Context: an optimization exercise on an open-source flow, tuned for small area, a short achievable clock period and few clock cycles. The choices shown serve that exercise and are no tape-out recipe. At most, simulation tests tie the RTL to the original design; equivalence was not proved.

// gz_cmac
module gz_cmac (
    input  wire         clk,
    input  wire         rst,         
    input  wire         start,       
    input  wire [127:0] key,         
    output wire         idle,
    input  wire         in_valid,
    output wire         in_ready,
    input  wire [127:0] in_data,     
    input  wire         in_last,
    input  wire [4:0]   in_bytes,    
    output reg          tag_valid,
    output wire [127:0] tag
);
    localparam [2:0] S_IDLE  = 3'd0,     
                     S_KEY   = 3'd1,     
                     S_SUBK  = 3'd2,     
                     S_LOAD  = 3'd3,     
                     S_WAITF = 3'd4,     
                     S_WAITC = 3'd5,     
                     S_ENC   = 3'd6;     
    reg [2:0]   state;
    reg [127:0] ckey;        
    reg [127:0] subl;        
    reg         lval;
    reg [127:0] st;          
    reg [127:0] rk;          
    reg [3:0]   rnd;         
  ...
==> module gz_cmac, before the edit <==
module gz_cmac (
    input  wire         clk,
    input  wire         rst,         
    input  wire         start,       
    input  wire [127:0] key,         
    output wire         idle,
    input  wire         in_valid,
    output wire         in_ready,
    input  wire [127:0] in_data,     
    input  wire         in_last,
    input  wire [4:0]   in_bytes,    
    output reg          tag_valid,
    output wire [127:0] tag
);
    localparam [2:0] S_IDLE  = 3'd0,     
                     S_KEY   = 3'd1,     
                     S_SUBK  = 3'd2,     
                     S_LOAD  = 3'd3,     
                     S_WAITF = 3'd4,     
                     S_WAITC = 3'd5,     
                     S_ENC   = 3'd6;     
    reg [2:0]   state;
    reg [127:0] ckey;        
    reg [127:0] subl;        
    reg         lval;
    reg [127:0] st;          
    reg [127:0] rk;          
    reg [3:0]   rnd;         
    reg         last_q;      
    reg         rdy;         
    reg         ks_new;      
    wire r10     = (rnd == 4'd10);
    wire rounds  = (state == S_SUBK) || (state == S_ENC);
    wire s_key   = (state == S_KEY);
    wire s_waitc = (state == S_WAITC);
    assign idle     = (state == S_IDLE);
    assign in_ready = rdy;
    wire take = in_valid && rdy;
    wire [127:0] k1 = {subl[126:0], 1'b0} ^ (subl[127] ? 128'h87 : 128'h0);
    wire [127:0] k2 = {k1[126:0], 1'b0} ^ (k1[127] ? 128'h87 : 128'h0);
    reg [127:0] pad_mask;    
    reg [127:0] pad_bit;     
    integer b;
    always @(*) begin
        for (b = 0; b < 16; b = b + 1) begin
            pad_mask[127 - 8*b -: 8] = (b < in_bytes) ? 8'hff : 8'h00;
            pad_bit [127 - 8*b -: 8] = (b == in_bytes) ? 8'h80 : 8'h00;
        end
    end
    wire         lf   = take && in_last && (in_bytes == 5'd16);
    wire         lp   = take && in_last && (in_bytes != 5'd16);
    wire [127:0] keep = {128{take}} & (in_last ? pad_mask : {128{1'b1}});
    wire [127:0] pbit = {128{take && in_last}} & pad_bit;
    wire [127:0] kx   = ({128{lf}} & k1) | ({128{lp}} & k2);
    reg [7:0] rcon;
    always @(*) begin
        case (ks_new ? 4'd0 : rnd)
            4'd0:  rcon = 8'h01;
            4'd1:  rcon = 8'h02;
            4'd2:  rcon = 8'h04;
            4'd3:  rcon = 8'h08;
            4'd4:  rcon = 8'h10;
            4'd5:  rcon = 8'h20;
            4'd6:  rcon = 8'h40;
            4'd7:  rcon = 8'h80;
            4'd8:  rcon = 8'h1b;
            4'd9:  rcon = 8'h36;
            default: rcon = 8'h00;
        endcase
    end
    wire [127:0] ks_in = ks_new ? ckey : rk;
    wire [31:0] w0 = ks_in[127:96];
    wire [31:0] w1 = ks_in[95:64];
    wire [31:0] w2 = ks_in[63:32];
    wire [31:0] w3 = ks_in[31:0];
    wire [31:0] sw;
    gz_sbox ks0 (.a(w3[23:16]), .y(sw[31:24]));
    gz_sbox ks1 (.a(w3[15:8]),  .y(sw[23:16]));
    gz_sbox ks2 (.a(w3[7:0]),   .y(sw[15:8]));
    gz_sbox ks3 (.a(w3[31:24]), .y(sw[7:0]));
    wire [31:0] q0 = w0 ^ {rcon, 24'h0};
    wire [31:0] q1 = q0 ^ w1;
    wire [31:0] q2 = q1 ^ w2;
    wire [31:0] q3 = q2 ^ w3;
    wire [31:0] n0 = sw ^ q0;
    wire [31:0] n1 = sw ^ q1;
    wire [31:0] n2 = sw ^ q2;
    wire [31:0] n3 = sw ^ q3;
    wire [127:0] rk_next = {n0, n1, n2, n3};
    wire [127:0] addk_k = (rounds ? rk : 128'h0) ^
                          ((take || s_key) ? ckey : 128'h0) ^
                          (s_waitc ? st : 128'h0);
    wire [127:0] addk   = (addk_k ^ kx) ^ ((in_data & keep) ^ pbit);
    wire sel_mc = rounds && !r10;
    wire [127:0] sb;
    genvar g;
    generate
        for (g = 0; g < 16; g = g + 1) begin : g_sb
            gz_sbox u_sb (.a(st[8*g+7 -: 8]), .y(sb[8*g+7 -: 8]));
        end
    endgenerate
    wire [127:0] sr;
    generate
        for (g = 0; g < 16; g = g + 1) begin : g_sr
            assign sr[127 - 8*g -: 8] = sb[127 - 8*((((g/4) + (g%4)) % 4)*4 + (g%4)) -: 8];
        end
    endgenerate
    function [7:0] xtime;
        input [7:0] v;
        xtime = {v[6:0], 1'b0} ^ (v[7] ? 8'h1b : 8'h00);
    endfunction
    wire [127:0] ag = sr & {128{rounds}};
    wire [127:0] mg = sr & {128{sel_mc}};
    wire [127:0] st_next;
    generate
        for (g = 0; g < 4; g = g + 1) begin : g_mc
            wire [7:0] a0 = mg[127 - 32*g      -: 8];
            wire [7:0] a1 = mg[127 - 32*g -  8 -: 8];
            wire [7:0] a2 = mg[127 - 32*g - 16 -: 8];
            wire [7:0] a3 = mg[127 - 32*g - 24 -: 8];
            wire [7:0] p01 = a0 ^ a1;
            wire [7:0] p12 = a1 ^ a2;
            wire [7:0] p23 = a2 ^ a3;
            wire [7:0] p30 = a3 ^ a0;
            wire [7:0] t   = p01 ^ p23;
            wire [31:0] d  = {t ^ xtime(p01), t ^ xtime(p12),
                              t ^ xtime(p23), t ^ xtime(p30)};
            assign st_next[127 - 32*g -: 32] =
                (ag[127 - 32*g -: 32] ^ addk[127 - 32*g -: 32]) ^ d;
        end
    endgenerate
    always @(posedge clk) begin
        st <= st_next;
        rk <= rk_next;
        if (idle && start)
            ckey <= key;
        if (state == S_LOAD)
            subl <= st;
    end
    assign tag = tag_valid ? st : 128'h0;
    reg [2:0] state_d;
    reg [3:0] rnd_d;
    reg       lval_d;
    reg       last_d;
    always @(*) begin
        state_d = state;
        rnd_d   = rnd;
        lval_d  = lval;
        last_d  = take ? in_last : last_q;
        if (sel_mc)
            rnd_d = rnd + 4'd1;
        if (take)
            rnd_d = 4'd1;
        case (state)
            S_IDLE: begin
                if (start) begin
                    lval_d  = lval && (key == ckey);
                    state_d = (lval && (key == ckey)) ? S_WAITF : S_KEY;
                end
            end
            S_KEY: begin
                rnd_d   = 4'd1;
                state_d = S_SUBK;
            end
            S_SUBK: begin
                if (r10)
                    state_d = S_LOAD;
            end
            S_LOAD: begin
                lval_d  = 1'b1;
                state_d = S_WAITF;
            end
            S_WAITF, S_WAITC: begin
                if (in_valid)
                    state_d = S_ENC;
            end
            S_ENC: begin
                if (r10 && !take)
                    state_d = last_q ? S_IDLE : S_WAITC;
            end
            default: state_d = S_IDLE;
        endcase
    end
    always @(posedge clk) begin
        if (rst) begin
            state     <= S_IDLE;
            lval      <= 1'b0;
            rnd       <= 4'd0;
            last_q    <= 1'b0;
            tag_valid <= 1'b0;
            ks_new    <= 1'b0;
            rdy       <= 1'b0;
        end else begin
            state     <= state_d;
            lval      <= lval_d;
            rnd       <= rnd_d;
            last_q    <= last_d;
            tag_valid <= (state == S_ENC) && r10 && last_q;
            ks_new    <= (state_d != S_SUBK && state_d != S_ENC) ||
                         (rnd_d == 4'd10);
            rdy       <= (state_d == S_WAITF) || (state_d == S_WAITC) ||
                         (state_d == S_ENC && rnd_d == 4'd10 && !last_d);
        end
    end
endmodule
==> flow/config.mk <==
export PLATFORM = sky130hd
export DESIGN_NAME = gz_cmac
export DESIGN_NICKNAME = gz_cmac
export VERILOG_FILES = /design/flow/design.v
export SDC_FILE = /design/flow/constraint.sdc
export NUM_CORES = 8
export LEC_CHECK = 0
export CAP_MARGIN = 20
export CORE_MARGIN = 2
export CORE_UTILIZATION = 40
export PLACE_DENSITY = 0.55
export SETUP_SLACK_MARGIN = 4
export SLEW_MARGIN = 20
==> flow/constraint.sdc <==
create_clock -name core_clock -period 10.0 [get_ports {clk}]
set_input_delay 2.0000 -clock core_clock [delete_from_list [all_inputs] [get_ports {clk}]]
set_output_delay 2.0000 -clock core_clock [all_outputs]
set_load 0.01 [all_outputs]
standard.sh (not shown) runs the stock make flow with config.mk's settings and CLKGATE_MAP_FILE= SYNTH_SCRIPT=/design/flow/synth_recipe.tcl, a recipe that flattens the netlist after the stock synthesis.
==> flow/flow/run.sh <==
#!/bin/bash
# Own flow: the standard layout (standard.sh), except that synthesis maps
# the logic with an area-oriented ABC script (flow/abc_map.script) instead of
# ORFS's delay script, which restructures the XOR networks of the S-boxes
# into much larger logic. Everything else, registers included, is the
# standard synthesis; placement, CTS and routing are standard.sh's, with
# plain buffers on the ports.
set -euo pipefail
W=$PWD
ABC_SCRIPT=$W/flow/abc_map.script
cat > $W/own_synth.tcl <<EOS
proc abc {args} {
  set i [lsearch \$args -script]
  if {\$i >= 0} { lset args [expr {\$i + 1}] $ABC_SCRIPT }
  foreach c {xor3_1 xor3_2 xor3_4 xnor3_1 xnor3_2 xnor3_4} {
    lappend args -dont_use sky130_fd_sc_hd__\$c
  }
  yosys abc {*}\$args
}
source $W/synth_recipe.tcl
EOS
sed "s|$W/synth_recipe.tcl|$W/own_synth.tcl|g" $W/standard.sh > $W/own_standard.sh
grep -q own_synth.tcl $W/own_standard.sh
bash $W/own_standard.sh synth > $W/synth.log 2>&1
# The ports' buffers are the platform's plain buf_1 instead of the buffer
# buffer_ports picks on its own (clkdlybuf4s50_1, a slow delay cell).
bash $W/own_standard.sh "BUFFER_PORTS_ARGS=-buffer_cell sky130_fd_sc_hd__buf_1" finish > $W/layout.log 2>&1
==> flow/flow/abc_map.script <==
&get -n
&st
&dch -f
&nf -R 1000
&put
The starting point passed the timing, design-rule and antenna checks.
Rerun with:
--- a/flow/design.v
+++ b/flow/design.v
@@ -215,14 +215,10 @@
     gz_sbox ks1 (.a(w3[15:8]),  .y(sw[23:16]));
     gz_sbox ks2 (.a(w3[7:0]),   .y(sw[15:8]));
     gz_sbox ks3 (.a(w3[31:24]), .y(sw[7:0]));
-    wire [31:0] q0 = w0 ^ {rcon, 24'h0};
-    wire [31:0] q1 = q0 ^ w1;
-    wire [31:0] q2 = q1 ^ w2;
-    wire [31:0] q3 = q2 ^ w3;
-    wire [31:0] n0 = sw ^ q0;
-    wire [31:0] n1 = sw ^ q1;
-    wire [31:0] n2 = sw ^ q2;
-    wire [31:0] n3 = sw ^ q3;
+    wire [31:0] n0 = w0 ^ sw ^ {rcon, 24'h0};
+    wire [31:0] n1 = w1 ^ n0;
+    wire [31:0] n2 = w2 ^ n1;
+    wire [31:0] n3 = w3 ^ n2;
     wire [127:0] rk_next = {n0, n1, n2, n3};
     wire [127:0] addk_k = (rounds ? rk : 128'h0) ^
                           ((take || s_key) ? ckey : 128'h0) ^
Cell count went down by 1.7%.
Sequential cell count stays the same.
Die area went down by 1.0%.
Setup slack gets better by 0.025 ns.
Hold slack gets worse by 0.048 ns.
Register-to-register slack gets better by 0.02 ns.
Clock skew hardly moves.
Core utilization went down by 1.3 points.
Testbench counts after the change, summed over its fixed seeds: cycles 27,258.
For the first run of this note, only the layout was checked, not whether the RTL still works.

==> re-timing with driven ports <==
The flow's constraints put no driver on any port. The routed layouts listed below were extracted and timed again, unchanged, in two steps.
Step 1 assumes that a clkbuf_16 drives the clock port and a buf_2 every other input.
Step 2 also shifts input and output timing later by t, the mid clock arrival at the registers, as if the neighbouring blocks saw the same clock.
Slacks: ideal / step 1 / step 2; pairs: ideal / step 1.
run	shift t [ns]	setup WS [ns]	worst setup path after step 2	clock arrival spread, ns	worst slew at a driven data input, ns
the first run	0.742	4.105 / 4.105 / 3.751	input to register	0.032 / 0.031	0.15
the second run	0.720	4.129 / 4.129 / 3.833	input to register	0.030 / 0.030	0.15
After both steps every run listed still meets setup and hold. For the first run, which loses most, drivers alone change the setup slack by 0.000 ns; drivers and shift together by -0.354 ns.
